Background: an optimization exercise with open tools, aiming at small area, a short achievable clock period and few clock cycles per item. Do not read the settings as production practice.
Only simulation tests tie the RTL to the original design; equivalence was not proved.
Power figures rest on the tool's default switching activity, not on a simulated workload.

==> flow/design.v (outline; a module is shown in full before it is edited, if it fits) <==
// module k24_xu: 417 lines
// module k24_xu_add: 30 lines
// module k24_xu_mtree: 988 lines
module k24_xu (
    input             clk,
    input             rst,           
    input             in_valid,
    output            in_ready,
    input      [23:0] in_instr,      
    input      [23:0] in_wa,         
    input      [23:0] in_wb,         
    input      [23:0] in_wd,         
    input             in_ovt,        
    output reg        out_valid,
    output reg        out_we,        
    output reg [3:0]  out_rd,        
    output reg [23:0] out_wdata,
    output     [3:0]  out_flags,     
    output reg        out_exc,
    output     [15:0] out_ecause     
);
  // ...
==> flow/flow/run.sh <==
#!/bin/bash
set -euo pipefail
cd "$(dirname "$0")/.."
bash standard.sh SETUP_SLACK_MARGIN=11.5 finish > standard_flow.log 2>&1
==> flow/standard.sh <==
#!/bin/bash
# synth_recipe.tcl (not shown) runs the flow's synth.tcl, then flattens the netlist and writes it again
# the make line also repeats each setting of config.mk as NAME=value (left out here)
make -C /OpenROAD-flow-scripts/flow DESIGN_CONFIG=/design/flow/config.mk WORK_HOME=/design/flow/orfs CLKGATE_MAP_FILE= SYNTH_SCRIPT=/design/flow/synth_recipe.tcl "${@:-finish}"
==> flow/config.mk <==
export PLATFORM = sky130hd
export DESIGN_NAME = k24_xu
export DESIGN_NICKNAME = k24_xu
export VERILOG_FILES = /design/flow/design.v
export SDC_FILE = /design/flow/constraint.sdc
export NUM_CORES = 4
export LEC_CHECK = 0
export ABC_AREA = 1
export CAP_MARGIN = 60
export CORE_MARGIN = 2
export CORE_UTILIZATION = 60
export PLACE_DENSITY = 0.75
export SLEW_MARGIN = 80
==> flow/constraint.sdc <==
create_clock -name core_clock -period 16.0 [get_ports {clk}]
set_input_delay 3.2000 -clock core_clock [delete_from_list [all_inputs] [get_ports {clk}]]
set_output_delay 3.2000 -clock core_clock [all_outputs]
set_load 0.01 [all_outputs]
==> impl_table.tex, run 1 <==
\begin{tabular}{lr}
\hline
Metric & Value \\
\hline
\multicolumn{2}{l}{\textbf{Outcome}} \\
\quad Run status & no timing/DRC/antenna violations \\
\multicolumn{2}{l}{\textbf{Critical path}} \\
\quad Worst setup path start & in\_instr[17] \\
\quad Number of cells on the worst reg-to-reg path & 25 \\
\quad Cell type of the slowest stage on the worst timing path & sky130\_fd\_sc\_hd\_\_a211oi\_1 \\
\quad R2R Path End & dv\_rem[22] \\
\quad Critical Path Fanout Max & 6 \\
\quad Crit-path leading delay family & buffers and inverters \\
\quad Category of the most critical setup path & input port to flop \\
\quad CP Depth & 16 \\
\multicolumn{2}{l}{\textbf{Clocking}} \\
\quad Clock root buffer master & sky130\_fd\_sc\_hd\_\_clkbuf\_16 \\
\quad Htree depth & 2 \\
\quad Cells resized by post-CTS repair & 256 \\
\quad Buffers from clock root to sink, at most & 3 \\
\quad Number of CTS-inserted buffers & 48 \\
\quad Clock insertion delay at the later pin of the skew report & 0.63 ns \\
\multicolumn{2}{l}{\textbf{Pwr}} \\
\quad Clock power share & 26.3\% \\
\quad PD cells & 84.7 nW/um\^{}2 \\
\quad P\_clk & 0.00123 W \\
\quad Power in sequential cells & 0.00131 W \\
\multicolumn{2}{l}{\textbf{Cells and area}} \\
\quad Post-route cell area & 55300 sq um \\
\quad Multi-input logic portion of the cell area & 62.0\% \\
\quad Clock-cell share & 3.10\% \\
\quad Area of combinational cells with multiple inputs & 34200 sq um \\
\quad Number of combinational gates with multiple inputs & 4696 \\
\quad Antenna diodes & 6 \\
\multicolumn{2}{l}{\textbf{Yosys}} \\
\quad Most used DFF post-synth & sky130\_fd\_sc\_hd\_\_dfxtp\_1 \\
\quad Combinational family with the most area after synthesis & simple AND/OR/NAND/NOR gates \\
\quad Average cell area after synthesis & 7.02 sq um \\
\quad Flip-flop and latch count after synthesis & 445 \\
\quad Post-Syn Instances & 6491 \\
\quad Synthesized-area fraction occupied by and/or/nand/nor cells & 20.7\% \\
\quad Number of distinct library cells after synthesis & 69 \\
\quad Arithmetic-cell share of the synthesized area counting full adders, half adders and majority gates & 19.8\% \\
\multicolumn{2}{l}{\textbf{STA}} \\
\quad PnR worst setup slack & 11.20 ns \\
\multicolumn{2}{l}{\textbf{Placed design}} \\
\quad Estimated wirelength of the detail-placed design & 128 mm \\
\multicolumn{2}{l}{\textbf{Detailed routing}} \\
\quad Met1 wire length & 66.4 mm \\
\quad Sum of met3 wire segment lengths after detailed routing & 27.9 mm \\
\quad Final WL & 185 mm \\
\multicolumn{2}{l}{\textbf{Worst hold path}} \\
\quad Hold Crit Start & rd1[2] \\
\quad Number of cells on the worst hold path & 0 \\
\multicolumn{2}{l}{\textbf{Floorplan}} \\
\quad Die outline height & 280 um \\
\quad Die boundary width & 280 um \\
\quad N\_taps & 978 \\
\multicolumn{2}{l}{\textbf{Flow run}} \\
\quad Number of maximum-capacitance violations & 0 \\
\multicolumn{2}{l}{\textbf{GRT}} \\
\quad GR met1 Demand/Resource & 57.2\% \\
\hline
\end{tabular}
Testbench counts, summed over its fixed seeds: cycles 39,242, instrs 32,000.
==> module k24_xu, before the edit <==
module k24_xu (
    input             clk,
    input             rst,           
    input             in_valid,
    output            in_ready,
    input      [23:0] in_instr,      
    input      [23:0] in_wa,         
    input      [23:0] in_wb,         
    input      [23:0] in_wd,         
    input             in_ovt,        
    output reg        out_valid,
    output reg        out_we,        
    output reg [3:0]  out_rd,        
    output reg [23:0] out_wdata,
    output     [3:0]  out_flags,     
    output reg        out_exc,
    output     [15:0] out_ecause     
);
    localparam OP_NOP  = 8'h00, OP_ADD  = 8'h01, OP_ADC  = 8'h02, OP_SUB  = 8'h03,
               OP_SBC  = 8'h04, OP_AND  = 8'h05, OP_OR   = 8'h06, OP_XOR  = 8'h07,
               OP_SHL  = 8'h08, OP_SHR  = 8'h09, OP_SAR  = 8'h0A, OP_ROR  = 8'h0B,
               OP_MIN  = 8'h0C, OP_MAX  = 8'h0D, OP_ADDS = 8'h0E, OP_SUBS = 8'h0F,
               OP_ADDI = 8'h10, OP_ANDI = 8'h11, OP_ORI  = 8'h12, OP_XORI = 8'h13,
               OP_SHLI = 8'h14, OP_SHRI = 8'h15, OP_SARI = 8'h16, OP_CMPI = 8'h17,
               OP_CMP  = 8'h18, OP_TST  = 8'h19, OP_LDK  = 8'h1A, OP_LDH  = 8'h1B,
               OP_NEG  = 8'h1D, OP_ABS  = 8'h1E, OP_CLZ  = 8'h1F,
               OP_MUL  = 8'h30, OP_MULU = 8'h31, OP_MULF = 8'h32, OP_MAC  = 8'h33,
               OP_MACF = 8'h34, OP_MSU  = 8'h35, OP_MFH  = 8'h36, OP_MFL  = 8'h37,
               OP_MFR  = 8'h38, OP_MTA  = 8'h39, OP_DIV  = 8'h3A, OP_DIVU = 8'h3B;
    reg  [3:0]  flags;                   
    reg  [47:0] acc;                     
    wire        fN = flags[3], fZ = flags[2], fC = flags[1], fV = flags[0];
    assign out_flags = flags;
    reg  [7:0]  e_det;
    reg         e_c0, e_c1;
    assign out_ecause = {e_det, 5'd0, e_c1, e_c1, e_c0};
    reg         rdy;
    assign in_ready = rdy;
    wire accept = in_valid && rdy && !rst;
    wire [7:0]  i_op    = in_instr[23:16];
    wire [3:0]  i_d     = in_instr[15:12];
    wire [3:0]  i_a     = in_instr[11:8];
    wire [3:0]  i_b     = in_instr[7:4];
    wire [3:0]  i_lo    = in_instr[3:0];
    wire [7:0]  i_imm8  = in_instr[7:0];
    wire [11:0] i_imm12 = in_instr[11:0];
    integer j;
    reg i_legal;
    always @(*) begin
        case (i_op)
            OP_NOP:                                   i_legal = (in_instr[15:0] == 16'd0);
            OP_ADD, OP_ADC, OP_SUB, OP_SBC, OP_AND, OP_OR, OP_XOR,
            OP_SHL, OP_SHR, OP_SAR, OP_ROR, OP_MIN, OP_MAX, OP_ADDS,
            OP_SUBS, OP_DIV, OP_DIVU:                 i_legal = (i_lo == 4'd0);
            OP_ADDI, OP_ANDI, OP_ORI, OP_XORI,
            OP_LDK, OP_LDH:                           i_legal = 1'b1;
            OP_SHLI, OP_SHRI, OP_SARI:                i_legal = (i_imm8[7:5] == 3'd0);
            OP_CMPI:                                  i_legal = (i_d == 4'd0);
            OP_CMP, OP_TST,
            OP_MUL, OP_MULU, OP_MULF, OP_MAC,
            OP_MACF, OP_MSU, OP_MTA:                  i_legal = (i_d == 4'd0) && (i_lo == 4'd0);
            OP_NEG, OP_ABS, OP_CLZ:                   i_legal = (i_b == 4'd0) && (i_lo == 4'd0);
            OP_MFH, OP_MFL, OP_MFR:                   i_legal = (i_a == 4'd0) && (i_b == 4'd0) && (i_lo == 4'd0);
            default:                                  i_legal = 1'b0;
        endcase
    end
    reg [23:0] i_b_val;
    always @(*) begin
        case (i_op)
            OP_ADDI, OP_CMPI:           i_b_val = {{16{i_imm8[7]}}, i_imm8};
            OP_ANDI, OP_ORI, OP_XORI:   i_b_val = {16'd0, i_imm8};
            OP_SHLI, OP_SHRI, OP_SARI:  i_b_val = {19'd0, i_imm8[4:0]};
            OP_LDK:                     i_b_val = {{12{i_imm12[11]}}, i_imm12};
            OP_LDH:                     i_b_val = {i_imm12, in_wd[11:0]};
            default:                    i_b_val = in_wb;
        endcase
    end
    wire i_div = i_legal && ((i_op == OP_DIV) || (i_op == OP_DIVU));
    reg  [4:0]  i_clza, i_cloa, i_clzb, i_clob;
    always @(*) begin
        i_clza = 5'd24;
        i_cloa = 5'd24;
        i_clzb = 5'd24;
        i_clob = 5'd24;
        for (j = 0; j < 24; j = j + 1) begin
            if (in_wa[j])  i_clza = 5'd23 - j[4:0];
            if (!in_wa[j]) i_cloa = 5'd23 - j[4:0];
            if (in_wb[j])  i_clzb = 5'd23 - j[4:0];
            if (!in_wb[j]) i_clob = 5'd23 - j[4:0];
        end
    end
    wire [4:0]  i_za = (in_wa[23] && !in_instr[16]) ? i_cloa : i_clza;
    wire [4:0]  i_zb = (in_wb[23] && !in_instr[16]) ? i_clob : i_clzb;
    wire i_xz   = (i_op == OP_NEG) || (i_op == OP_ABS) || i_dvop;
    wire i_sub  = (i_op == OP_SUB) || (i_op == OP_CMP) || (i_op == OP_CMPI) ||
                  (i_op == OP_SUBS) || (i_op == OP_MIN) || (i_op == OP_MAX);
    wire i_cinc = (i_op == OP_ADC) || (i_op == OP_SBC);
    wire i_yinv = i_sub || (i_op == OP_SBC);
    wire i_cin1 = i_sub || i_xz;
    wire i_mulu = (i_op == OP_MULU);
    wire i_dbl  = (i_op == OP_MULF) || (i_op == OP_MACF);
    wire i_mta  = (i_op == OP_MTA);
    wire i_mul  = (i_op == OP_MUL) || (i_op == OP_MULU) || (i_op == OP_MULF) ||
                  (i_op == OP_MAC) || (i_op == OP_MACF) || (i_op == OP_MSU);
    wire i_dvop = (i_op == OP_DIV) || (i_op == OP_DIVU);
    wire i_msu  = (i_op == OP_MSU);
    wire        i_bext = in_wb[23] & ~i_mulu;
    wire [25:0] i_mb   = !accept ? 26'd0 :
                         i_mta   ? 26'h1000000 :
                         !i_mul  ? 26'd0 :
                         i_dbl   ? {i_bext, in_wb, 1'b0} : {i_bext, i_bext, in_wb};
    wire [26:0] i_mbx  = {i_mb, 1'b0};
    reg  [12:0] i_one, i_two, i_neg;
    always @(*) begin
        for (j = 0; j < 13; j = j + 1) begin
            i_one[j] = i_mbx[2*j+1] ^ i_mbx[2*j];
            i_two[j] = (i_mbx[2*j+2] & ~i_mbx[2*j+1] & ~i_mbx[2*j]) |
                       (~i_mbx[2*j+2] & i_mbx[2*j+1] & i_mbx[2*j]);
            i_neg[j] = i_mbx[2*j+2] ^ i_msu;            
        end
    end
    reg         v0;
    reg         lg0;
    reg  [7:0]  op0;
    reg  [3:0]  d0;
    reg  [23:0] a0;
    reg         ovt0;
    reg         xz0, xk0, cinc0, cin10, mulu0;
    reg  [23:0] by0;                     
    reg  [12:0] one0, two0, neg0;
    reg  [4:0]  za0, zb0;
    reg         v1;
    reg         ill1;                    
    reg         we1;
    reg  [3:0]  rd1;
    reg  [23:0] data1;                   
    reg         nz1, zo1, sc1, c1, sv1, vv1;
    reg         mfr1, mfh1, mfl1;
    reg         mac1, accwe1, ovt1;
    reg         dq1, dneg1, dsat1, dz1, dan1;    
    reg  [49:0] cs1, cc1;                
    wire [23:0] a  = a0;
    wire [23:0] b  = by0;                
    wire [7:0]  op = op0;
    wire        fC1 = (v1 && sc1) ? c1 : fC;
    wire [23:0] ad_x  = a & {24{xk0}};
    wire [23:0] ad_y  = xz0 ? ~a : by0;
    wire        ad_ci = cinc0 ? fC1 : cin10;
    wire [24:0] ad_t  = {1'b0, ad_x} + {1'b0, ad_y} + {24'd0, ad_ci};
    wire [23:0] sum   = ad_t[23:0];
    wire        ad_c  = ad_t[24];
    wire        ad_v  = (ad_x[23] == ad_y[23]) && (sum[23] != ad_x[23]);
    wire [23:0] sat_r  = ad_v ? (a[23] ? 24'h800000 : 24'h7FFFFF) : sum;
    wire        a_lt_b = sum[23] ^ ad_v;
    wire [23:0] min_r  = a_lt_b ? a : ~by0;
    wire [23:0] max_r  = a_lt_b ? ~by0 : a;
    wire [23:0] abs_r  = a[23] ? (sum[23] ? 24'h7FFFFF : sum) : a;
    wire        abs_v  = a[23] & sum[23];
    wire [5:0]  n     = b[5:0];
    wire        n0    = (n == 6'd0);
    wire        nle24 = (n <= 6'd24);
    wire op_shl = (op == OP_SHL) || (op == OP_SHLI);
    wire op_sar = (op == OP_SAR) || (op == OP_SARI);
    wire op_ror = (op == OP_ROR);
    reg  [23:0] sh_hi, sh_lo;
    reg  [4:0]  sh_m;
    always @(*) begin
        if (op_shl) begin
            sh_hi = nle24 ? a : 24'd0;
            sh_lo = 24'd0;
            sh_m  = 5'd24 - n[4:0];
        end else if (op_ror) begin
            sh_hi = a;
            sh_lo = a;
            sh_m  = (n >= 6'd48) ? n[4:0] - 5'd16 : (n >= 6'd24) ? n[4:0] - 5'd24 : n[4:0];
        end else begin
            sh_hi = op_sar ? {24{a[23]}} : 24'd0;
            sh_lo = (op_sar || nle24) ? a : 24'd0;
            sh_m  = nle24 ? n[4:0] : 5'd24;
        end
    end
    wire [48:0] sh_x = {sh_hi, sh_lo, 1'b0};
    wire [48:0] sh_y = sh_x >> sh_m;
    wire [23:0] sh_r = sh_y[24:1];
    wire        sh_c = op_shl ? sh_y[25] : op_ror ? sh_r[23] : sh_y[0];
    reg  [4:0]  clz_r;
    integer     i;
    always @(*) begin
        clz_r = 5'd24;
        for (i = 0; i < 24; i = i + 1)
            if (a[i]) clz_r = 5'd23 - i[4:0];
    end
    wire [24:0] ma  = {a[23] & ~mulu0, a};
    wire [49:0] mt_s, mt_c;
    k24_xu_mtree mtree (.A(ma), .ONE(one0), .TWO(two0), .NEG(neg0), .S(mt_s), .C(mt_c));
    reg         r_we;
    reg  [23:0] r_data;
    reg         r_nz, r_zo, r_sc, r_c, r_sv, r_v;
    reg         r_mfr, r_mfh, r_mfl, r_mac, r_msu, r_accwe;
    always @(*) begin
        r_we  = 1'b0;
        r_data = sum;
        r_nz  = 1'b0;
        r_zo  = 1'b0;
        r_sc  = 1'b0;
        r_c   = ad_c;
        r_sv  = 1'b0;
        r_v   = ad_v;
        r_mfr = 1'b0;
        r_mfh = 1'b0;
        r_mfl = 1'b0;
        r_mac = 1'b0;
        r_msu = 1'b0;
        r_accwe = 1'b0;
        case (op)
            OP_ADD, OP_ADDI, OP_ADC, OP_SUB, OP_SBC, OP_NEG: begin
                r_we = 1'b1; r_nz = 1'b1; r_sc = 1'b1; r_sv = 1'b1;
            end
            OP_CMP, OP_CMPI: begin
                r_nz = 1'b1; r_sc = 1'b1; r_sv = 1'b1;
            end
            OP_ADDS, OP_SUBS: begin
                r_we = 1'b1; r_data = sat_r; r_nz = 1'b1; r_sc = 1'b1; r_sv = 1'b1;
            end
            OP_AND, OP_ANDI: begin
                r_we = 1'b1; r_data = a & b; r_nz = 1'b1;
            end
            OP_TST: begin
                r_data = a & b; r_nz = 1'b1;
            end
            OP_OR, OP_ORI: begin
                r_we = 1'b1; r_data = a | b; r_nz = 1'b1;
            end
            OP_XOR, OP_XORI: begin
                r_we = 1'b1; r_data = a ^ b; r_nz = 1'b1;
            end
            OP_SHL, OP_SHLI, OP_SHR, OP_SHRI, OP_SAR, OP_SARI, OP_ROR: begin
                r_we = 1'b1; r_data = sh_r; r_nz = 1'b1;
                r_sc = !n0; r_c = sh_c; r_sv = 1'b1; r_v = 1'b0;
            end
            OP_MIN: begin
                r_we = 1'b1; r_data = min_r; r_nz = 1'b1;
            end
            OP_MAX: begin
                r_we = 1'b1; r_data = max_r; r_nz = 1'b1;
            end
            OP_LDK, OP_LDH: begin
                r_we = 1'b1; r_data = b;
            end
            OP_ABS: begin
                r_we = 1'b1; r_data = abs_r; r_nz = 1'b1; r_sv = 1'b1; r_v = abs_v;
            end
            OP_CLZ: begin
                r_we = 1'b1; r_data = {19'd0, clz_r}; r_zo = 1'b1;
            end
            OP_MUL, OP_MULU, OP_MULF: begin
                r_accwe = 1'b1; r_data = 24'd0;
            end
            OP_MAC, OP_MACF: begin
                r_accwe = 1'b1; r_mac = 1'b1;
            end
            OP_MSU: begin
                r_accwe = 1'b1; r_mac = 1'b1; r_msu = 1'b1;
            end
            OP_MFH: begin
                r_we = 1'b1; r_mfh = 1'b1;
            end
            OP_MFL: begin
                r_we = 1'b1; r_mfl = 1'b1;
            end
            OP_MFR: begin
                r_we = 1'b1; r_mfr = 1'b1;
            end
            OP_MTA: begin
                r_accwe = 1'b1; r_data = b;
            end
            default: ;
        endcase
    end
    wire        s1_div  = v0 && lg0 && ((op == OP_DIV) || (op == OP_DIVU));
    wire        ds_sgn  = (op == OP_DIV);
    wire        ds_an   = ds_sgn && a[23];
    wire        ds_bn   = ds_sgn && b[23];
    wire [23:0] ds_amag = ds_an ? sum : a;
    wire        ds_zero = (zb0 == 5'd24) && !b[23];
    wire [5:0]  ds_m    = {1'b0, zb0} - {1'b0, za0} + {5'd0, ds_an};
    wire [4:0]  ds_s    = (ds_m[5] || ds_zero) ? 5'd1 : (ds_m[4:0] | 5'd1);
    wire [27:0] ds_d    = {{4{ds_bn}}, b} << ds_s;
    wire [27:0] ds_e    = ds_bn ? ds_d : ~ds_d;
    reg         dv_busy;
    reg  [3:0]  dv_cnt;
    reg  [23:0] dv_rem, dv_q;
    reg  [27:0] dv_e;
    reg         dv_ci;
    reg         dv_sgn, dv_neg, dv_an, dv_zero;
    reg  [3:0]  dv_rd;
    wire [27:0] it_t1  = {4'd0, dv_rem} + dv_e + {27'd0, dv_ci};
    wire        it_g1  = !it_t1[27];
    wire [23:0] it_r1  = it_g1 ? it_t1[23:0] : dv_rem;
    wire [27:0] it_t2  = {4'd0, it_r1} + {dv_e[27], dv_e[27:1]} + {27'd0, dv_ci};
    wire        it_g2  = !it_t2[27];
    wire [23:0] it_r2  = it_g2 ? it_t2[23:0] : it_r1;
    wire [23:0] it_q   = {dv_q[21:0], it_g1, it_g2};
    wire        dv_last = dv_busy && (dv_cnt == 4'd1);
    wire [49:0] acc_e  = {{2{acc[47]}}, acc};
    wire [49:0] acc_x  = mac1 ? acc_e : {26'd0, data1 ^ {24{dneg1}}};
    wire [49:0] m_s    = acc_x ^ cs1 ^ cc1;
    wire [49:0] m_c    = (acc_x & cs1) | (acc_x & cc1) | (cs1 & cc1);
    wire [49:0] m_t;
    wire        m_co;
    k24_xu_add #(50) acc_add (.a(m_s), .b({m_c[48:0], 1'b0}), .ci(dneg1), .s(m_t), .co(m_co));
    wire [49:0] m_r    = m_t;
    wire        acc_ovf = (m_r[49:47] != 3'b000) && (m_r[49:47] != 3'b111);
    wire [25:0] mfr_t   = {acc[47], acc[47:23]} + 26'd1;
    wire        mfr_sat = (mfr_t[25:24] == 2'b01);
    wire [23:0] mfr_r   = mfr_sat ? 24'h7FFFFF : mfr_t[24:1];
    wire        dsat2   = dz1 || (dsat1 && data1[23]);
    wire [23:0] wdata2  = mfh1 ? acc[47:24] : mfl1 ? acc[23:0] : mfr1 ? mfr_r :
                          dsat2 ? (dan1 ? 24'h800000 : 24'h7FFFFF) : m_t[23:0];
    wire        z2      = (data1 == 24'd0);
    wire [3:0]  flags2  = {nz1 ? data1[23] : fN,
                           (nz1 || zo1) ? z2 : fZ,
                           sc1 ? c1 : fC,
                           sv1 ? vv1 : mfr1 ? mfr_sat : fV};
    always @(posedge clk) begin
        op0   <= i_op;
        d0    <= i_d;
        lg0   <= i_legal;
        a0    <= in_wa;
        by0   <= i_yinv ? ~i_b_val : i_b_val;
        ovt0  <= in_ovt;
        xz0   <= i_xz;
        xk0   <= !i_xz;
        cinc0 <= i_cinc;
        cin10 <= i_cin1;
        mulu0 <= i_mulu;
        one0  <= i_one;
        two0  <= i_two;
        neg0  <= i_neg;
        za0   <= i_za;
        zb0   <= i_zb;
        cs1    <= mt_s;
        cc1    <= mt_c;
        rd1    <= dv_busy ? dv_rd : d0;
        data1  <= dv_busy ? it_q : lg0 ? r_data : {16'd0, op0};
        dq1    <= dv_busy;
        dneg1  <= dv_busy && dv_neg;
        dsat1  <= dv_busy && dv_sgn && !dv_neg;
        dz1    <= dv_busy && dv_zero;
        dan1   <= dv_zero && dv_an;
        ill1   <= !dv_busy && !lg0;
        we1    <= dv_busy || (lg0 && r_we);
        nz1    <= !dv_busy && lg0 && r_nz;
        zo1    <= !dv_busy && lg0 && r_zo;
        sc1    <= !dv_busy && lg0 && r_sc;
        c1     <= r_c;
        sv1    <= !dv_busy && lg0 && r_sv;
        vv1    <= r_v;
        mfr1   <= !dv_busy && lg0 && r_mfr;
        mfh1   <= !dv_busy && lg0 && r_mfh;
        mfl1   <= !dv_busy && lg0 && r_mfl;
        mac1   <= !dv_busy && r_mac;
        accwe1 <= !dv_busy && lg0 && r_accwe;
        ovt1   <= !dv_busy && lg0 && r_mac && ovt0;
        if (s1_div) begin
            dv_rem  <= ds_amag;
            dv_q    <= 24'd0;
            dv_e    <= ds_e;
            dv_ci   <= !ds_bn;
            dv_cnt  <= ds_s[4:1] + 4'd1;
        end else begin
            dv_rem  <= it_r2;
            dv_q    <= it_q;
            dv_e    <= {{2{dv_e[27]}}, dv_e[27:2]};
            dv_cnt  <= dv_cnt - 4'd1;
        end
        if (s1_div) begin
            dv_sgn  <= ds_sgn;
            dv_neg  <= ds_an ^ ds_bn;
            dv_an   <= ds_an;
            dv_zero <= ds_zero;
            dv_rd   <= d0;
        end
        out_we    <= we1;
        out_rd    <= rd1;
        out_wdata <= wdata2;
        out_exc   <= ill1 || dz1 || (ovt1 && acc_ovf);
        e_det     <= ill1 ? data1[7:0] : 8'd0;
        e_c0      <= !dz1;
        e_c1      <= !ill1;
        if (rst) begin
            flags     <= 4'd0;
            acc       <= 48'd0;
            rdy       <= 1'b1;
            v0        <= 1'b0;
            v1        <= 1'b0;
            dv_busy   <= 1'b0;
            out_valid <= 1'b0;
        end else begin
            v0 <= accept;
            v1 <= dv_last || (v0 && !s1_div);
            if (accept && i_div)
                rdy <= 1'b0;
            else if ((s1_div && ds_s[4:1] == 4'd0) || (dv_busy && dv_cnt == 4'd2))
                rdy <= 1'b1;
            if (s1_div)
                dv_busy <= 1'b1;
            else if (dv_last)
                dv_busy <= 1'b0;
            out_valid <= v1;
            if (v1) begin
                flags <= flags2;
                if (accwe1) acc <= m_r[47:0];
            end
        end
    end
endmodule
==> run 2: changes to the inputs <==
--- a/flow/design.v
+++ b/flow/design.v
@@ -45,37 +45,34 @@
     wire [7:0]  i_imm8  = in_instr[7:0];
     wire [11:0] i_imm12 = in_instr[11:0];
     integer j;
-    reg i_legal;
-    always @(*) begin
-        case (i_op)
-            OP_NOP:                                   i_legal = (in_instr[15:0] == 16'd0);
-            OP_ADD, OP_ADC, OP_SUB, OP_SBC, OP_AND, OP_OR, OP_XOR,
-            OP_SHL, OP_SHR, OP_SAR, OP_ROR, OP_MIN, OP_MAX, OP_ADDS,
-            OP_SUBS, OP_DIV, OP_DIVU:                 i_legal = (i_lo == 4'd0);
-            OP_ADDI, OP_ANDI, OP_ORI, OP_XORI,
-            OP_LDK, OP_LDH:                           i_legal = 1'b1;
-            OP_SHLI, OP_SHRI, OP_SARI:                i_legal = (i_imm8[7:5] == 3'd0);
-            OP_CMPI:                                  i_legal = (i_d == 4'd0);
-            OP_CMP, OP_TST,
-            OP_MUL, OP_MULU, OP_MULF, OP_MAC,
-            OP_MACF, OP_MSU, OP_MTA:                  i_legal = (i_d == 4'd0) && (i_lo == 4'd0);
-            OP_NEG, OP_ABS, OP_CLZ:                   i_legal = (i_b == 4'd0) && (i_lo == 4'd0);
-            OP_MFH, OP_MFL, OP_MFR:                   i_legal = (i_a == 4'd0) && (i_b == 4'd0) && (i_lo == 4'd0);
-            default:                                  i_legal = 1'b0;
-        endcase
-    end
-    reg [23:0] i_b_val;
-    always @(*) begin
-        case (i_op)
-            OP_ADDI, OP_CMPI:           i_b_val = {{16{i_imm8[7]}}, i_imm8};
-            OP_ANDI, OP_ORI, OP_XORI:   i_b_val = {16'd0, i_imm8};
-            OP_SHLI, OP_SHRI, OP_SARI:  i_b_val = {19'd0, i_imm8[4:0]};
-            OP_LDK:                     i_b_val = {{12{i_imm12[11]}}, i_imm12};
-            OP_LDH:                     i_b_val = {i_imm12, in_wd[11:0]};
-            default:                    i_b_val = in_wb;
-        endcase
-    end
-    wire i_div = i_legal && ((i_op == OP_DIV) || (i_op == OP_DIVU));
+    wire [7:0]  o       = i_op;
+    wire oc_r    = (o[7:4] == 4'h0) && (o[3:0] != 4'h0);                     
+    wire oc_div  = (o[7:1] == 7'b0011101);                                    
+    wire oc_i    = (o[7:2] == 6'b000100) || (o[7:1] == 7'b0001101);          
+    wire oc_si   = (o[7:2] == 6'b000101) && (o[1:0] != 2'b11);               
+    wire oc_cmpi = (o == 8'h17);
+    wire oc_dz   = (o[7:1] == 7'b0001100) || (o == 8'h39) ||
+                   ((o[7:3] == 5'b00110) && (o[2:1] != 2'b11));               
+    wire oc_nac  = (o[7:2] == 6'b000111) && (o[1:0] != 2'b00);               
+    wire oc_mf   = ((o[7:1] == 7'b0011011)) || (o == 8'h38);                  
+    wire oc_nop  = (o == 8'h00);
+    wire z_lo    = (i_lo == 4'd0);
+    wire z_d     = (i_d == 4'd0);
+    wire z_a     = (i_a == 4'd0);
+    wire z_b     = (i_b == 4'd0);
+    wire z_hi3   = (i_imm8[7:5] == 3'd0);
+    wire i_legal = ((oc_r || oc_div) && z_lo) || oc_i || (oc_si && z_hi3) ||
+                   (oc_cmpi && z_d) || (oc_dz && z_d && z_lo) ||
+                   (oc_nac && z_b && z_lo) || (oc_mf && z_a && z_b && z_lo) ||
+                   (oc_nop && z_d && z_a && z_b && z_lo);
+    wire ob_imm8 = (o[7:3] == 5'b00010);                                      
+    wire ob_sx   = ob_imm8 && i_imm8[7] && ((o[2:0] == 3'd0) || (o[2:0] == 3'd7));
+    wire ob_ld   = (o[7:1] == 7'b0001101);                                    
+    wire [23:0] i_b_val;
+    assign i_b_val[7:0]   = ob_imm8 ? i_imm8 : ob_ld ? (o[0] ? in_wd[7:0] : i_imm12[7:0]) : in_wb[7:0];
+    assign i_b_val[11:8]  = ob_imm8 ? {4{ob_sx}} : ob_ld ? (o[0] ? in_wd[11:8] : i_imm12[11:8]) : in_wb[11:8];
+    assign i_b_val[23:12] = ob_imm8 ? {12{ob_sx}} : ob_ld ? (o[0] ? i_imm12 : {12{i_imm12[11]}}) : in_wb[23:12];
+    wire i_div = oc_div && z_lo;
     reg  [4:0]  i_clza, i_cloa, i_clzb, i_clob;
     always @(*) begin
         i_clza = 5'd24;
@@ -104,20 +101,20 @@
                   (i_op == OP_MAC) || (i_op == OP_MACF) || (i_op == OP_MSU);
     wire i_dvop = (i_op == OP_DIV) || (i_op == OP_DIVU);
     wire i_msu  = (i_op == OP_MSU);
-    wire        i_bext = in_wb[23] & ~i_mulu;
-    wire [25:0] i_mb   = !accept ? 26'd0 :
-                         i_mta   ? 26'h1000000 :
-                         !i_mul  ? 26'd0 :
-                         i_dbl   ? {i_bext, in_wb, 1'b0} : {i_bext, i_bext, in_wb};
-    wire [26:0] i_mbx  = {i_mb, 1'b0};
+    wire        i_mulacc = accept && i_mul;
+    wire        i_bext   = in_wb[23] & ~i_mulu;
+    wire [26:0] i_xn     = {i_bext, i_bext, in_wb, 1'b0};
+    wire [26:0] i_xd     = {i_bext, in_wb, 2'b0};
     reg  [12:0] i_one, i_two, i_neg;
     always @(*) begin
         for (j = 0; j < 13; j = j + 1) begin
-            i_one[j] = i_mbx[2*j+1] ^ i_mbx[2*j];
-            i_two[j] = (i_mbx[2*j+2] & ~i_mbx[2*j+1] & ~i_mbx[2*j]) |
-                       (~i_mbx[2*j+2] & i_mbx[2*j+1] & i_mbx[2*j]);
-            i_neg[j] = i_mbx[2*j+2] ^ i_msu;            
+            i_one[j] = i_mulacc && (i_dbl ? (i_xd[2*j+1] ^ i_xd[2*j]) : (i_xn[2*j+1] ^ i_xn[2*j]));
+            i_two[j] = i_mulacc && (i_dbl ?
+                       ((i_xd[2*j+2] & ~i_xd[2*j+1] & ~i_xd[2*j]) | (~i_xd[2*j+2] & i_xd[2*j+1] & i_xd[2*j])) :
+                       ((i_xn[2*j+2] & ~i_xn[2*j+1] & ~i_xn[2*j]) | (~i_xn[2*j+2] & i_xn[2*j+1] & i_xn[2*j])));
+            i_neg[j] = i_mulacc && ((i_dbl ? i_xd[2*j+2] : i_xn[2*j+2]) ^ i_msu);    
         end
+        i_one[12] = i_one[12] || (accept && i_mta);                             
     end
     reg         v0;
     reg         lg0;
@@ -146,9 +143,9 @@
     wire [23:0] ad_x  = a & {24{xk0}};
     wire [23:0] ad_y  = xz0 ? ~a : by0;
     wire        ad_ci = cinc0 ? fC1 : cin10;
-    wire [24:0] ad_t  = {1'b0, ad_x} + {1'b0, ad_y} + {24'd0, ad_ci};
-    wire [23:0] sum   = ad_t[23:0];
-    wire        ad_c  = ad_t[24];
+    wire [25:0] ad_t  = {1'b0, ad_x, 1'b1} + {1'b0, ad_y, ad_ci};
+    wire [23:0] sum   = ad_t[24:1];
+    wire        ad_c  = ad_t[25];
     wire        ad_v  = (ad_x[23] == ad_y[23]) && (sum[23] != ad_x[23]);
     wire [23:0] sat_r  = ad_v ? (a[23] ? 24'h800000 : 24'h7FFFFF) : sum;
     wire        a_lt_b = sum[23] ^ ad_v;
@@ -156,35 +153,38 @@
     wire [23:0] max_r  = a_lt_b ? ~by0 : a;
     wire [23:0] abs_r  = a[23] ? (sum[23] ? 24'h7FFFFF : sum) : a;
     wire        abs_v  = a[23] & sum[23];
-    wire [5:0]  n     = b[5:0];
-    wire        n0    = (n == 6'd0);
-    wire        nle24 = (n <= 6'd24);
+    integer     i;
+    wire [5:0]  n      = b[5:0];
+    wire        n0     = (n == 6'd0);
+    wire        nlt24  = (n < 6'd24);
+    wire        nle24  = (n <= 6'd24);
     wire op_shl = (op == OP_SHL) || (op == OP_SHLI);
+    wire op_shr = (op == OP_SHR) || (op == OP_SHRI);
     wire op_sar = (op == OP_SAR) || (op == OP_SARI);
     wire op_ror = (op == OP_ROR);
-    reg  [23:0] sh_hi, sh_lo;
-    reg  [4:0]  sh_m;
+    wire [4:0]  r_ror  = (n >= 6'd48) ? n[4:0] - 5'd16 : (n >= 6'd24) ? n[4:0] - 5'd24 : n[4:0];
+    wire [4:0]  sh_r5  = op_ror ? r_ror : !nlt24 ? 5'd0 : op_shl ? (n0 ? 5'd0 : 5'd24 - n[4:0]) : n[4:0];
+    reg  [23:0] rot;
+    reg  [23:0] nthr;                    
     always @(*) begin
-        if (op_shl) begin
-            sh_hi = nle24 ? a : 24'd0;
-            sh_lo = 24'd0;
-            sh_m  = 5'd24 - n[4:0];
-        end else if (op_ror) begin
-            sh_hi = a;
-            sh_lo = a;
-            sh_m  = (n >= 6'd48) ? n[4:0] - 5'd16 : (n >= 6'd24) ? n[4:0] - 5'd24 : n[4:0];
-        end else begin
-            sh_hi = op_sar ? {24{a[23]}} : 24'd0;
-            sh_lo = (op_sar || nle24) ? a : 24'd0;
-            sh_m  = nle24 ? n[4:0] : 5'd24;
-        end
+        rot = a;
+        if (sh_r5[4]) rot = {rot[15:0], rot[23:16]};
+        if (sh_r5[3]) rot = {rot[7:0],  rot[23:8]};
+        if (sh_r5[2]) rot = {rot[3:0],  rot[23:4]};
+        if (sh_r5[1]) rot = {rot[1:0],  rot[23:2]};
+        if (sh_r5[0]) rot = {rot[0],    rot[23:1]};
+        for (i = 0; i < 24; i = i + 1)
+            nthr[i] = (n > i);
     end
-    wire [48:0] sh_x = {sh_hi, sh_lo, 1'b0};
-    wire [48:0] sh_y = sh_x >> sh_m;
-    wire [23:0] sh_r = sh_y[24:1];
-    wire        sh_c = op_shl ? sh_y[25] : op_ror ? sh_r[23] : sh_y[0];
+    reg  [23:0] sh_r;
+    always @(*) begin
+        for (i = 0; i < 24; i = i + 1)
+            sh_r[i] = op_ror ? rot[i] :
+                      op_shl ? (nthr[i] ? 1'b0 : rot[i]) :
+                      (nthr[23-i] ? (op_sar & a[23]) : rot[i]);
+    end
+    wire        sh_c = op_shl ? (nle24 & rot[0]) : op_shr ? (nle24 & rot[23]) : rot[23];
     reg  [4:0]  clz_r;
-    integer     i;
     always @(*) begin
         clz_r = 5'd24;
         for (i = 0; i < 24; i = i + 1)
@@ -290,15 +290,17 @@
     reg         dv_busy;
     reg  [3:0]  dv_cnt;
     reg  [23:0] dv_rem, dv_q;
-    reg  [27:0] dv_e;
+    reg  [26:0] dv_e;
     reg         dv_ci;
     reg         dv_sgn, dv_neg, dv_an, dv_zero;
     reg  [3:0]  dv_rd;
-    wire [27:0] it_t1  = {4'd0, dv_rem} + dv_e + {27'd0, dv_ci};
-    wire        it_g1  = !it_t1[27];
+    wire [25:0] it_u1  = {1'b0, dv_rem, 1'b1} + {1'b0, dv_e[23:0], dv_ci};
+    wire [24:0] it_t1  = it_u1[25:1];
+    wire        it_g1  = it_t1[24] && (dv_e[26:24] == 3'b111);
     wire [23:0] it_r1  = it_g1 ? it_t1[23:0] : dv_rem;
-    wire [27:0] it_t2  = {4'd0, it_r1} + {dv_e[27], dv_e[27:1]} + {27'd0, dv_ci};
-    wire        it_g2  = !it_t2[27];
+    wire [25:0] it_u2  = {1'b0, it_r1, 1'b1} + {1'b0, dv_e[24:1], dv_ci};
+    wire [24:0] it_t2  = it_u2[25:1];
+    wire        it_g2  = it_t2[24] && (dv_e[26:25] == 2'b11);
     wire [23:0] it_r2  = it_g2 ? it_t2[23:0] : it_r1;
     wire [23:0] it_q   = {dv_q[21:0], it_g1, it_g2};
     wire        dv_last = dv_busy && (dv_cnt == 4'd1);
@@ -365,13 +367,13 @@
         if (s1_div) begin
             dv_rem  <= ds_amag;
             dv_q    <= 24'd0;
-            dv_e    <= ds_e;
+            dv_e    <= ds_e[26:0];
             dv_ci   <= !ds_bn;
             dv_cnt  <= ds_s[4:1] + 4'd1;
         end else begin
             dv_rem  <= it_r2;
             dv_q    <= it_q;
-            dv_e    <= {{2{dv_e[27]}}, dv_e[27:2]};
+            dv_e    <= {2'b11, dv_e[26:2]};
             dv_cnt  <= dv_cnt - 4'd1;
         end
         if (s1_div) begin
--- a/flow/config.mk
+++ b/flow/config.mk
@@ -6,8 +6,8 @@
 export NUM_CORES = 4
 export LEC_CHECK = 0
 export ABC_AREA = 1
-export CAP_MARGIN = 60
+export CAP_MARGIN = 20
 export CORE_MARGIN = 2
 export CORE_UTILIZATION = 60
 export PLACE_DENSITY = 0.75
-export SLEW_MARGIN = 80
+export SLEW_MARGIN = 20
==> run 2 against run 1 <==
- sequential share of layout area up 0.90 points
- setup slack worse by 0.085 ns
- critical path depth up 17
- clock-buffer cell count up 14
- largest cell class unchanged
- largest power group unchanged
- highest routed layer unchanged
==> impl_table.tex, run 2 <==
\begin{tabular}{lr}
\hline
Metric & Value \\
\hline
\multicolumn{2}{l}{\textbf{Floorplan}} \\
\quad Core footprint & 73100 sq um (was 75600 sq um) \\
\quad Starting Density & 60.8\% (was 60.3\%) \\
\quad Row count & 99 (was 101) \\
\quad Die boundary width & 276 um (was 280 um) \\
\quad Number of I/O pins & 152 (unchanged) \\
\quad Floorplan die area & 76200 sq um (was 78200 sq um) \\
\quad Die outline height & 276 um (was 280 um) \\
\multicolumn{2}{l}{\textbf{Yosys}} \\
\quad Share of Yosys cell area claimed by the top area cell type & 19.6\% (was 19.1\%) \\
\quad Number of distinct library cells after synthesis & 79 (was 69) \\
\quad Arithmetic-cell share of the synthesized area counting full adders, half adders and majority gates & 20.3\% (was 19.8\%) \\
\quad Flip-flop and latch count after synthesis & 444 (was 445) \\
\quad Top cells by count, synth & 977 x sky130\_fd\_sc\_hd\_\_nand2\_1, 873 x sky130\_fd\_sc\_hd\_\_inv\_1, 479 x sky130\_fd\_sc\_hd\_\_o21ai\_0 (was 1393 x sky130\_fd\_sc\_hd\_\_nand2\_1, 928 x sky130\_fd\_sc\_hd\_\_inv\_1, 451 x sky130\_fd\_sc\_hd\_\_xor2\_1) \\
\quad Most used DFF post-synth & sky130\_fd\_sc\_hd\_\_dfxtp\_1 (unchanged) \\
\quad EDFF count, synth & 9 (was 10) \\
\quad Library cell with the largest summed area after synthesis & sky130\_fd\_sc\_hd\_\_dfxtp\_1 (unchanged) \\
\quad Warnings, synthesis & 2 (unchanged) \\
\quad Sequential fraction of the synthesis area & 20.2\% (was 19.8\%) \\
\quad Share of synthesized area spent on multiplexers & 0.420\% (was 0.456\%) \\
\quad Proportion of register bits with asynchronous set or reset after synthesis & 0\% (unchanged) \\
\quad Share of the synthesized area in compound gates (AO/OA/AOI/OAI) & 20.2\% (was 17.6\%) \\
\quad Synthesized-area fraction occupied by and/or/nand/nor cells & 17.8\% (was 20.7\%) \\
\quad Most frequently used cell type in the post-synthesis netlist & sky130\_fd\_sc\_hd\_\_nand2\_1 (unchanged) \\
\quad Combinational family with the most area after synthesis & adder cells (was simple AND/OR/NAND/NOR gates) \\
\quad Average cell area after synthesis & 7.20 sq um (was 7.02 sq um) \\
\quad Post-Syn Instances & 6168 (was 6491) \\
\quad Fraction of synthesized cell area in xor and xnor cells & 9.80\% (was 9.88\%) \\
\quad Most area-consuming cells after synthesis & sky130\_fd\_sc\_hd\_\_dfxtp\_1 20\%, sky130\_fd\_sc\_hd\_\_fa\_1 14\%, sky130\_fd\_sc\_hd\_\_xor2\_1 8.9\%, sky130\_fd\_sc\_hd\_\_nand2\_1 8.3\%, sky130\_fd\_sc\_hd\_\_inv\_1 7.4\% (was sky130\_fd\_sc\_hd\_\_dfxtp\_1 19\%, sky130\_fd\_sc\_hd\_\_fa\_1 14\%, sky130\_fd\_sc\_hd\_\_nand2\_1 11\%, sky130\_fd\_sc\_hd\_\_xor2\_1 8.7\%, sky130\_fd\_sc\_hd\_\_inv\_1 7.6\%) \\
\quad Post-Synthesis Cell Area & 44400 sq um (was 45600 sq um) \\
\multicolumn{2}{l}{\textbf{Cells and area}} \\
\quad Flip-flop and latch area & 9080 sq um (was 9230 sq um) \\
\quad Largest registers & cs1 (50), cc1 (49), acc (48) (unchanged) \\
\quad Post-route cell area & 51500 sq um (was 55300 sq um) \\
\quad Largest register FFs & 50 (unchanged) \\
\quad Final layout net count & 6898 (was 7251) \\
\quad Area overhead of the layout relative to synthesis & 16.0\% (was 21.3\%) \\
\quad Commonest cells after routing, fill and taps aside & 922 x sky130\_fd\_sc\_hd\_\_nand2\_1, 826 x sky130\_fd\_sc\_hd\_\_inv\_1, 446 x sky130\_fd\_sc\_hd\_\_xor2\_1 (was 1328 x sky130\_fd\_sc\_hd\_\_nand2\_1, 834 x sky130\_fd\_sc\_hd\_\_inv\_1, 417 x sky130\_fd\_sc\_hd\_\_xor2\_1) \\
\quad Share of layout cells above drive strength 1 & 13.5\% (was 17.0\%) \\
\quad Number of fill cells in the layout & 6084 (was 5801) \\
\quad Most frequent standard cell in the layout excluding fill and tap cells & sky130\_fd\_sc\_hd\_\_nand2\_1 (unchanged) \\
\quad Largest register by flop count & cs1 (unchanged) \\
\quad Area of combinational cells with multiple inputs & 32200 sq um (was 34200 sq um) \\
\multicolumn{2}{l}{\textbf{Clocking}} \\
\quad Clock net sink count & 444 (was 445) \\
\quad Number of CTS-inserted buffers & 48 (unchanged) \\
\quad Buffers from clock root to sink, at most & 3 (unchanged) \\
\quad Number of hold-repair buffers added at the cts stage & 0 (unchanged) \\
\quad Clock insertion delay at the later pin of the skew report & 0.64 ns (was 0.63 ns) \\
\quad Htree depth & 2 (unchanged) \\
\quad Clock root buffer master & sky130\_fd\_sc\_hd\_\_clkbuf\_16 (unchanged) \\
\quad Clock-pin slew of the registers on the worst-case setup and hold paths & 0.06 ns (was 0.07 ns) \\
\quad Clock tree from TritonCTS & built (unchanged) \\
\multicolumn{2}{l}{\textbf{GRT}} \\
\quad Pin count of the biggest net entering global routing & 75 (was 54) \\
\quad Vias in the first global route & 43600 (was 44700) \\
\quad Overall Global Routing Usage & 45.1\% (was 44.3\%) \\
\quad Initial antenna violation count & 8 (was 10) \\
\quad Most used routing layer & met2 (unchanged) \\
\quad Total congestion overflow after global routing & 0 (unchanged) \\
\quad GR met1 Demand/Resource & 59.8\% (was 57.2\%) \\
\quad Met2 demand-to-capacity share in global routing & 64.0\% (was 63.8\%) \\
\quad GR Layer Usage met3 & 16.3\% (was 14.2\%) \\
\quad Global-route wire length before repair & 265 mm (about the same) \\
\multicolumn{2}{l}{\textbf{Critical path}} \\
\quad Cell type of the slowest stage on the worst timing path & sky130\_fd\_sc\_hd\_\_dfxtp\_1 (was sky130\_fd\_sc\_hd\_\_a211oi\_1) \\
\quad Category of the most critical setup path & flop to flop (was input port to flop) \\
\quad Endpoint type of the worst setup path & flop (unchanged) \\
\quad Critical path data arrival time & 5.34 ns (about the same) \\
\quad Critical Path Fanout Max & 6 (unchanged) \\
\quad CP most frequent cell & sky130\_fd\_sc\_hd\_\_buf\_4 (was sky130\_fd\_sc\_hd\_\_nand2\_1) \\
\quad Startpoint Class & flop (was input port) \\
\quad Data required time of the worst path & 16.46 ns (was 16.54 ns) \\
\quad Largest stage delay on the critical path & 0.36 ns (was 0.24 ns) \\
\multicolumn{2}{l}{\textbf{Detailed routing}} \\
\quad Via/cell ratio & 6.44 (was 6.36) \\
\quad Via count & 46700 (was 48600) \\
\quad Post-route DRC & 0 (unchanged) \\
\quad Pre-antenna DRT Iters & 10 (was 9) \\
\quad Number of DRC markers after the initial detailed-route iteration & 6683 (was 6567) \\
\quad Final WL & 182 mm (was 185 mm) \\
\quad Mean routed wirelength per cell & 25.0 um (was 24.2 um) \\
\quad Final antenna-violating net count & 0 (unchanged) \\
\multicolumn{2}{l}{\textbf{Placed design}} \\
\quad Placer Congestion & 1.03 (was 1.08) \\
\quad Number of port buffers & 134 (unchanged) \\
\quad Post-placement setup slack & 9.38 ns (was 9.66 ns) \\
\quad Instance area at placement & 46100 sq um (was 50000 sq um) \\
\quad Estimated wirelength of the detail-placed design & 124 mm (was 128 mm) \\
\multicolumn{2}{l}{\textbf{STA}} \\
\quad Final worst path period need & 4.88 ns (was 4.80 ns) \\
\quad Number of setup violations in the final report & 0 (unchanged) \\
\quad Relative max-transition margin & 20.2\% \\
\quad Fmax achieved & 205 MHz (was 208 MHz) \\
\quad PnR worst setup slack & 11.12 ns (was 11.20 ns) \\
\quad Final TNS setup & 0 ns (unchanged) \\
\quad Number of endpoints with negative hold slack in the final report & 0 (unchanged) \\
\quad Skew final & 0.0398 ns (was 0.0299 ns) \\
\quad Worst-Margin Slew & 1.20 ns \\
\quad Portion of the clock cycle consumed by the worst path in the final layout & 30.5\% (was 30.0\%) \\
\quad Unrepaired setup endpoints after global routing & true (unchanged) \\
\quad Hold slack & 0.326 ns (was 0.318 ns) \\
\quad Total count of max-transition violations in the final report & 0 (unchanged) \\
\multicolumn{2}{l}{\textbf{Worst hold path}} \\
\quad Class of the tightest hold or removal check & flop to flop (unchanged) \\
\multicolumn{2}{l}{\textbf{Pwr}} \\
\quad Leakage & 23.7 nW (was 25.8 nW) \\
\quad Worst-case vdd ir drop & 0.156 mV (was 0.0810 mV) \\
\quad PD cells & 125 nW/um\^{}2 (was 84.7 nW/um\^{}2) \\
\multicolumn{2}{l}{\textbf{Flow run}} \\
\quad Number of maximum-capacitance violations & 0 (unchanged) \\
\multicolumn{2}{l}{\textbf{Outcome}} \\
\quad Run status & no timing/DRC/antenna violations (unchanged) \\
\hline
\end{tabular}
-- run 2: changes by cell type in the layout (fill, tap and decap cells not counted), sizes merged, moves of 12 or more --
cell / delta
nand2: -415
nor2: +89
o21ai: +87
nand3: -81
inv: -77
buf: -56
clkinvlp: +34
a21oi: +31
o22ai: +19
a211oi: +17
o31ai: -15
xnor2: -15
or2: +12
-- run 2: area by class of cell --
type | instances | share of cell area, %
Tap cell | 959 | 2.33
Timing Repair inverter | 13 | 0.158
Antenna cell | 3 | 0.0146
Sequential cell | 444 | 17.6
Timing Repair Buffer | 391 | 7.24
Clock buffer | 67 | 2.80
Inverter | 914 | 6.91
Clock inverter | 23 | 0.434
Multi-Input combinational cell | 4448 | 62.5
-- run 2: metal layers --
metal | wire (um) | vias up | share of wire, %
met3 | 27900 | 832 | 15
li1 | - | 20600 | -
met1 | 69800 | 21800 | 38
met2 | 71500 | 3576 | 39
met4 | 12600 | 6 | 6.9
met5 | 32 | - | 0.018
-- run 2: per-stage QoR --
step / utilization, % / total power, W / std cells
4_1_cts: 68.6 / 0.00580 / 7181
2_1_floorplan: - / 0.00313 / 6173
6_report: 70.5 / 0.00647 / 7262
3_5_place_dp: 63.1 / 0.00377 / 6962
5_1_grt: 70.5 / 0.00675 / 7259
3_3_place_gp: 63.1 / 0.00372 / 6962
-- run 2: path summary, 6_finish.rpt --
| path | depth (start not counted) | end | from | slack (ns) |
|---|---|---|---|---|
| setup / recovery | 33 | dv_rem[11] | dv_rem[0] | 11.12 |
| hold / removal | 0 | out_rd[3] | rd1[3] | 0.33 |
| setup reg to reg | 33 | dv_rem[11] | dv_rem[0] | 11.12 |
| hold reg to reg | 0 | out_rd[3] | rd1[3] | 0.33 |
-- run 2: cells by family (layout without fill, tap and decap cells) --
group | count (synthesis) | count (layout)
multiplexers | 18 | 18
flip-flops | 444 | 444
AND/OR/NAND/NOR | 1856 | 1862
buffers and inverters | 1289 | 1408
other | 1 | 9
adder cells (fa/ha/maj) | 538 | 538
XOR/XNOR | 497 | 497
AO/OA/AOI/OAI | 1525 | 1527
-- run 2: repair_timing --
item                       4_1_cts  5_1_grt
setup endpoints to repair      266      188
gates resized for setup        427      328
buffers inserted               105       68
cloned                          24       10
pin swaps                       90      112
-- run 2: where the power goes --
part           total [W]  switching [W]  internal, W
combinational    0.00395        0.00237      0.00158
clock            0.00117       0.000503     0.000666
sequential       0.00135       0.000106      0.00124
-- run 2: worst max-delay path, delay by kind of cell, from the launching register on --
family,cells,cell delay (ns)
buf+inv,14,1.84
compound gates,6,1.13
simple gates,10,0.72
fa+ha+maj,2,0.52
flops,1,0.36
xor+xnor,1,0.16
Testbench counts of run 2, summed over its fixed seeds: cycles 39,242, instrs 32,000.
==> run 3: changes to the inputs <==
--- a/flow/design.v
+++ b/flow/design.v
@@ -289,21 +289,33 @@
     wire [27:0] ds_e    = ds_bn ? ds_d : ~ds_d;
     reg         dv_busy;
     reg  [3:0]  dv_cnt;
-    reg  [23:0] dv_rem, dv_q;
-    reg  [26:0] dv_e;
+    reg  [2:0]  e_hi;
+    wire [23:0] dv_rem = a0;
+    wire [26:0] dv_e   = {e_hi, by0};
     reg         dv_ci;
     reg         dv_sgn, dv_neg, dv_an, dv_zero;
     reg  [3:0]  dv_rd;
-    wire [25:0] it_u1  = {1'b0, dv_rem, 1'b1} + {1'b0, dv_e[23:0], dv_ci};
+    wire [23:0] it_e1  = dv_e[23:0];
+    wire [23:0] it_e2  = dv_e[24:1];
+    wire        it_f1  = (dv_e[26:24] == 3'b111);
+    wire        it_f2  = (dv_e[26:25] == 2'b11);
+    wire [25:0] it_u1  = {1'b0, dv_rem, 1'b1} + {1'b0, it_e1, dv_ci};
     wire [24:0] it_t1  = it_u1[25:1];
-    wire        it_g1  = it_t1[24] && (dv_e[26:24] == 3'b111);
-    wire [23:0] it_r1  = it_g1 ? it_t1[23:0] : dv_rem;
-    wire [25:0] it_u2  = {1'b0, it_r1, 1'b1} + {1'b0, dv_e[24:1], dv_ci};
-    wire [24:0] it_t2  = it_u2[25:1];
-    wire        it_g2  = it_t2[24] && (dv_e[26:25] == 2'b11);
-    wire [23:0] it_r2  = it_g2 ? it_t2[23:0] : it_r1;
-    wire [23:0] it_q   = {dv_q[21:0], it_g1, it_g2};
+    wire        it_g1  = it_t1[24] && it_f1;
+    wire [25:0] it_u2a = {1'b0, dv_rem, 1'b1} + {1'b0, it_e2, dv_ci};
+    wire [24:0] it_t2a = it_u2a[25:1];
+    wire        it_g2a = it_t2a[24] && it_f2;
+    wire [23:0] it_cs  = dv_rem ^ it_e1 ^ it_e2;
+    wire [23:0] it_cc  = (dv_rem & it_e1) | (dv_rem & it_e2) | (it_e1 & it_e2);
+    wire [26:0] it_u2b = {2'b0, it_cs, 1'b1} + {1'b0, it_cc, dv_ci, dv_ci};
+    wire [25:0] it_t2b = it_u2b[26:1];           
+    wire        it_g2b = it_t2b[25] && it_f2;
+    wire        it_g2  = it_g1 ? it_g2b : it_g2a;
+    wire [23:0] it_r2  = it_g1 ? (it_g2b ? it_t2b[23:0] : it_t1[23:0]) :
+                                 (it_g2a ? it_t2a[23:0] : dv_rem);
+    wire [23:0] it_q   = {data1[21:0], it_g1, it_g2};
     wire        dv_last = dv_busy && (dv_cnt == 4'd1);
+    wire        it_next = s1_div || (dv_busy && !dv_last);    
     wire [49:0] acc_e  = {{2{acc[47]}}, acc};
     wire [49:0] acc_x  = mac1 ? acc_e : {26'd0, data1 ^ {24{dneg1}}};
     wire [49:0] m_s    = acc_x ^ cs1 ^ cc1;
@@ -328,8 +340,9 @@
         op0   <= i_op;
         d0    <= i_d;
         lg0   <= i_legal;
-        a0    <= in_wa;
-        by0   <= i_yinv ? ~i_b_val : i_b_val;
+        a0    <= !it_next ? in_wa : s1_div ? ds_amag : it_r2;
+        by0   <= !it_next ? (i_yinv ? ~i_b_val : i_b_val) :
+                 s1_div ? ds_e[23:0] : {e_hi[1:0], by0[23:2]};
         ovt0  <= in_ovt;
         xz0   <= i_xz;
         xk0   <= !i_xz;
@@ -344,7 +357,7 @@
         cs1    <= mt_s;
         cc1    <= mt_c;
         rd1    <= dv_busy ? dv_rd : d0;
-        data1  <= dv_busy ? it_q : lg0 ? r_data : {16'd0, op0};
+        data1  <= dv_busy ? it_q : s1_div ? 24'd0 : lg0 ? r_data : {16'd0, op0};
         dq1    <= dv_busy;
         dneg1  <= dv_busy && dv_neg;
         dsat1  <= dv_busy && dv_sgn && !dv_neg;
@@ -365,15 +378,11 @@
         accwe1 <= !dv_busy && lg0 && r_accwe;
         ovt1   <= !dv_busy && lg0 && r_mac && ovt0;
         if (s1_div) begin
-            dv_rem  <= ds_amag;
-            dv_q    <= 24'd0;
-            dv_e    <= ds_e[26:0];
+            e_hi    <= ds_e[26:24];
             dv_ci   <= !ds_bn;
             dv_cnt  <= ds_s[4:1] + 4'd1;
         end else begin
-            dv_rem  <= it_r2;
-            dv_q    <= it_q;
-            dv_e    <= {2'b11, dv_e[26:2]};
+            e_hi    <= {2'b11, e_hi[2]};
             dv_cnt  <= dv_cnt - 4'd1;
         end
         if (s1_div) begin
==> flow/flow/run.sh (replaced) <==
#!/bin/bash
set -euo pipefail
cd "$(dirname "$0")/.."
bash standard.sh SETUP_SLACK_MARGIN=11.5 'BUFFER_PORTS_ARGS=-buffer_cell sky130_fd_sc_hd__buf_4' finish > standard_flow.log 2>&1
==> run 3 against run 2 <==
- still clean on timing, DRC and antenna
- cell count rose by 1.1%
- first-iteration DRC count rose by 12%
- non-clock buffer count fell by 53
- die area rose by 0.79%
- clock power fell by 13%
- sequential share of layout area fell by 1.8 points
- power fell by 46%
- register-to-register slack improved by 0.25 ns
- via count rose by 2.5%
- clock-buffer cell count fell by 12
==> impl_table.tex, run 3 <==
\begin{tabular}{lr}
\hline
Metric & Value \\
\hline
\multicolumn{2}{l}{\textbf{Critical path}} \\
\quad Data required time of the worst path & 16.48 ns (was 16.46 ns) \\
\quad Critical path data arrival time & 5.21 ns (was 5.34 ns) \\
\quad Number of cells on the worst reg-to-reg path & 21 (was 33) \\
\quad Worst setup path start & in\_instr[22] (was dv\_rem[0]) \\
\quad Category of the most critical setup path & input port to flop (was flop to flop) \\
\quad R2R Path End & by0[4] (was dv\_rem[11]) \\
\quad Crit-path leading delay family & simple AND/OR/NAND/NOR gates (was buffers and inverters) \\
\quad Buffers plus inverters on the worst setup path & 5 (was 14) \\
\quad Endpoint type of the worst setup path & flop (unchanged) \\
\quad Startpoint Class & input port (was flop) \\
\quad Capturing element of the worst setup path & by0[15] (was dv\_rem[11]) \\
\quad Largest stage delay on the critical path & 0.42 ns (was 0.36 ns) \\
\quad Cell type of the slowest stage on the worst timing path & sky130\_fd\_sc\_hd\_\_nor3\_4 (was sky130\_fd\_sc\_hd\_\_dfxtp\_1) \\
\multicolumn{2}{l}{\textbf{Yosys}} \\
\quad Share of Yosys cell area claimed by the top area cell type & 15.2\% (was 19.6\%) \\
\quad Fraction of synthesized cell area in xor and xnor cells & 9.99\% (was 9.80\%) \\
\quad Synthesized-area fraction occupied by and/or/nand/nor cells & 18.0\% (was 17.8\%) \\
\quad Most used DFF post-synth & sky130\_fd\_sc\_hd\_\_dfxtp\_1 (unchanged) \\
\quad Average cell area after synthesis & 7.09 sq um (was 7.20 sq um) \\
\quad EDFF count, synth & 33 (was 9) \\
\quad Top cells by count, synth & 1091 x sky130\_fd\_sc\_hd\_\_nand2\_1, 882 x sky130\_fd\_sc\_hd\_\_inv\_1, 580 x sky130\_fd\_sc\_hd\_\_o21ai\_0 (was 977 x sky130\_fd\_sc\_hd\_\_nand2\_1, 873 x sky130\_fd\_sc\_hd\_\_inv\_1, 479 x sky130\_fd\_sc\_hd\_\_o21ai\_0) \\
\quad Most area-consuming cells after synthesis & sky130\_fd\_sc\_hd\_\_dfxtp\_1 15\%, sky130\_fd\_sc\_hd\_\_fa\_1 15\%, sky130\_fd\_sc\_hd\_\_nand2\_1 9.1\%, sky130\_fd\_sc\_hd\_\_xor2\_1 9.1\%, sky130\_fd\_sc\_hd\_\_inv\_1 7.4\% (was sky130\_fd\_sc\_hd\_\_dfxtp\_1 20\%, sky130\_fd\_sc\_hd\_\_fa\_1 14\%, sky130\_fd\_sc\_hd\_\_xor2\_1 8.9\%, sky130\_fd\_sc\_hd\_\_nand2\_1 8.3\%, sky130\_fd\_sc\_hd\_\_inv\_1 7.4\%) \\
\quad Warnings, synthesis & 2 (unchanged) \\
\quad Library cell with the largest summed area after synthesis & sky130\_fd\_sc\_hd\_\_dfxtp\_1 (unchanged) \\
\quad Post-Synthesis Cell Area & 44800 sq um (was 44400 sq um) \\
\quad Post-Syn Instances & 6321 (was 6168) \\
\quad Share of the synthesized area in compound gates (AO/OA/AOI/OAI) & 21.6\% (was 20.2\%) \\
\quad Sequential fraction of the synthesis area & 17.5\% (was 20.2\%) \\
\multicolumn{2}{l}{\textbf{Detailed routing}} \\
\quad Final WL & 186 mm (was 182 mm) \\
\quad Number of DRC markers after the initial detailed-route iteration & 7500 (was 6683) \\
\quad Final antenna-violating net count & 0 (unchanged) \\
\quad Via count & 47900 (was 46700) \\
\quad Post-route DRC & 0 (unchanged) \\
\quad Mean routed wirelength per cell & 25.3 um (was 25.0 um) \\
\quad Pre-antenna DRT Iters & 8 (was 10) \\
\quad Via/cell ratio & 6.53 (was 6.44) \\
\multicolumn{2}{l}{\textbf{GRT}} \\
\quad Total congestion overflow after global routing & 0 (unchanged) \\
\quad Initial antenna violation count & 12 (was 8) \\
\quad Pin count of the biggest net entering global routing & 78 (was 75) \\
\quad Vias in the first global route & 44100 (was 43600) \\
\multicolumn{2}{l}{\textbf{Clocking}} \\
\quad Htree depth & 2 (unchanged) \\
\quad Number of hold-repair buffers added at the cts stage & 0 (unchanged) \\
\quad Clock net sink count & 374 (was 444) \\
\quad Clock tree from TritonCTS & built (unchanged) \\
\quad Clock root buffer master & sky130\_fd\_sc\_hd\_\_clkbuf\_16 (unchanged) \\
\quad Number of CTS-inserted buffers & 41 (was 48) \\
\quad Clock-pin slew of the registers on the worst-case setup and hold paths & 0.07 ns (was 0.06 ns) \\
\multicolumn{2}{l}{\textbf{STA}} \\
\quad Worst-Margin Slew & 1.22 ns (was 1.20 ns) \\
\quad Final worst path period need & 4.73 ns (was 4.88 ns) \\
\quad Number of endpoints with negative hold slack in the final report & 0 (unchanged) \\
\quad Total count of max-transition violations in the final report & 0 (unchanged) \\
\multicolumn{2}{l}{\textbf{Worst hold path}} \\
\quad Class of the tightest hold or removal check & flop to flop (unchanged) \\
\multicolumn{2}{l}{\textbf{Pwr}} \\
\quad Design internal power & 0.00205 W (was 0.00349 W) \\
\quad Leakage & 23.0 nW (was 23.7 nW) \\
\quad Sw Share & 41.6\% (was 46.0\%) \\
\quad Clock power share & 29.0\% (was 18.1\%) \\
\quad Power share of the combinational group & 41.3\% (was 61.1\%) \\
\quad Worst-case vdd ir drop & 0.0767 mV (was 0.156 mV) \\
\quad Part of the power in registers & 29.7\% (was 20.8\%) \\
\multicolumn{2}{l}{\textbf{Cells and area}} \\
\quad Commonest cells after routing, fill and taps aside & 1084 x sky130\_fd\_sc\_hd\_\_nand2\_1, 853 x sky130\_fd\_sc\_hd\_\_inv\_1, 497 x sky130\_fd\_sc\_hd\_\_o21ai\_0 (was 922 x sky130\_fd\_sc\_hd\_\_nand2\_1, 826 x sky130\_fd\_sc\_hd\_\_inv\_1, 446 x sky130\_fd\_sc\_hd\_\_xor2\_1) \\
\quad Most frequent standard cell in the layout excluding fill and tap cells & sky130\_fd\_sc\_hd\_\_nand2\_1 (unchanged) \\
\quad Largest register FFs & 50 (unchanged) \\
\quad Largest register by flop count & cs1 (unchanged) \\
\quad Share of layout cells above drive strength 1 & 10.4\% (was 13.5\%) \\
\quad Largest registers & cs1 (50), cc1 (49), acc (48) (unchanged) \\
\quad Final layout net count & 7001 (was 6898) \\
\multicolumn{2}{l}{\textbf{Floorplan}} \\
\quad Die outline height & 277 um (was 276 um) \\
\quad Core footprint & 74200 sq um (was 73100 sq um) \\
\quad Die boundary width & 277 um (was 276 um) \\
\quad Starting Density & 60.4\% (was 60.8\%) \\
\multicolumn{2}{l}{\textbf{Placed design}} \\
\quad Placer Congestion & 1.08 (was 1.03) \\
\multicolumn{2}{l}{\textbf{Outcome}} \\
\quad Run status & no timing/DRC/antenna violations (unchanged) \\
\hline
\end{tabular}
-- run 3: cell count changes after synthesis, moves of 11 or more --
cell and delta:
sky130_fd_sc_hd__a22oi_1 -14, sky130_fd_sc_hd__fa_1 +24, sky130_fd_sc_hd__a21oi_1 +63, sky130_fd_sc_hd__dfxtp_1 -94
sky130_fd_sc_hd__edfxtp_1 +24, sky130_fd_sc_hd__nand2_1 +114, sky130_fd_sc_hd__o21ai_0 +101, sky130_fd_sc_hd__clkbuf_1 -16
sky130_fd_sc_hd__nor2_1 -93, sky130_fd_sc_hd__xor2_1 +14, sky130_fd_sc_hd__nor3_1 +11
-- run 3: worst min path at each step --
stage,start,slack [ns],cells after the start,endpoint
after floorplan,rd1[0],0.31,0,out_rd[0]
after global placement,rd1[1],0.31,0,out_rd[1]
after detailed placement,rd1[1],0.32,0,out_rd[1]
after CTS,rd1[1],0.33,0,out_rd[1]
after global routing,rd1[3],0.33,0,out_rd[3]
final,we1,0.32,0,out_we
-- run 3: power by group through the flow --
stage / Sequential, W / Clock, W / Combinational (W)
2_1_floorplan: 0.00105 / 0 / 0.000878
3_3_place_gp: 0.00106 / 0 / 0.00128
3_5_place_dp: 0.00106 / 0 / 0.00129
4_1_cts: 0.00104 / 0.00102 / 0.00133
5_1_grt: 0.00104 / 0.00105 / 0.00155
6_report: 0.00104 / 0.00102 / 0.00145
-- run 3: logic make-up (layout without fill, tap and decap cells) --
kind of cell,Yosys count,count (layout)
simple gates,1879,1883
compound gates,1677,1677
buf+inv,1302,1341
fa+ha+maj,563,563
xor+xnor,511,511
flops,374,374
mux,14,14
other cells,1,10
-- run 3: final cells by class --
| cell class | count | area [sq um] |
|---|---|---|
| clock inverters | 19 | 245 |
| fillers | 6524 | 24600 |
| repair inverters | 8 | 50.0 |
| repair buffers | 338 | 2970 |
| multi-input cells | 4654 | 32500 |
| inverters | 921 | 3580 |
| diodes | 4 | 10.0 |
| well taps | 969 | 1210 |
| flip-flops and latches | 374 | 7850 |
| clock buffers | 55 | 1190 |
-- run 3: repair_timing --
item,4_1_cts,5_1_grt
pin swaps,36,41
resized for setup,171,113
endpoints found under the setup margin,187,181
gates cloned,10,9
setup buffers,44,47
-- run 3: through the flow --
step / instance area [sq um] / utilization (%) / hold WS (ns) / setup slack, ns
floorplan: 45000 / - / 0.310 / 11.15
global placement: 46300 / 62.4 / 0.312 / 9.74
detailed placement: 46300 / 62.4 / 0.319 / 9.77
CTS: 48800 / 65.7 / 0.330 / 11.33
global route: 49600 / 66.8 / 0.332 / 11.19
finish: 49600 / 66.8 / 0.324 / 11.27
-- run 3: metal layers --
metal  GRT usage, %  vias up  wire (um)
met5          0.750        -        250
li1               -    21000          -
met2           65.5     3893      72600
met1           62.1    22200      70000
met3           17.6      838      30700
met4           22.0       12      12100
Testbench counts of run 3, summed over its fixed seeds: cycles 39,242, instrs 32,000.

## separate check: timing with driven ports
The flow's constraints put no driver on any port. The routed layouts listed below were extracted and timed again, unchanged, in two steps. Step 1 sets driving cells, clkbuf_16 on the clock port and buf_2 on the other inputs (assumed; they add their load-dependent delay and slew). Step 2 times the ports against the registers' clock, not the clock port: input delays grow and output delays shrink by t, the midpoint of the rising clock arrivals with the driver on. Three values: no drivers, after step 1, after step 2; two values: the first two.
run	shift t [ns]	setup WS [ns]	worst hold slack (ns)
run 1	0.689	11.202 / 11.246 / 10.557	0.318 / 0.318 / 0.318
run 2	0.693	11.117 / 11.117 / 10.828	0.326 / 0.326 / 0.326
run 3	0.657	11.273 / 11.278 / 10.621	0.324 / 0.324 / 0.324
After both steps setup and hold are still met in every run listed. The setup slack of run 3, which loses most, moves by +0.005 ns with the drivers and by -0.652 ns with both steps.
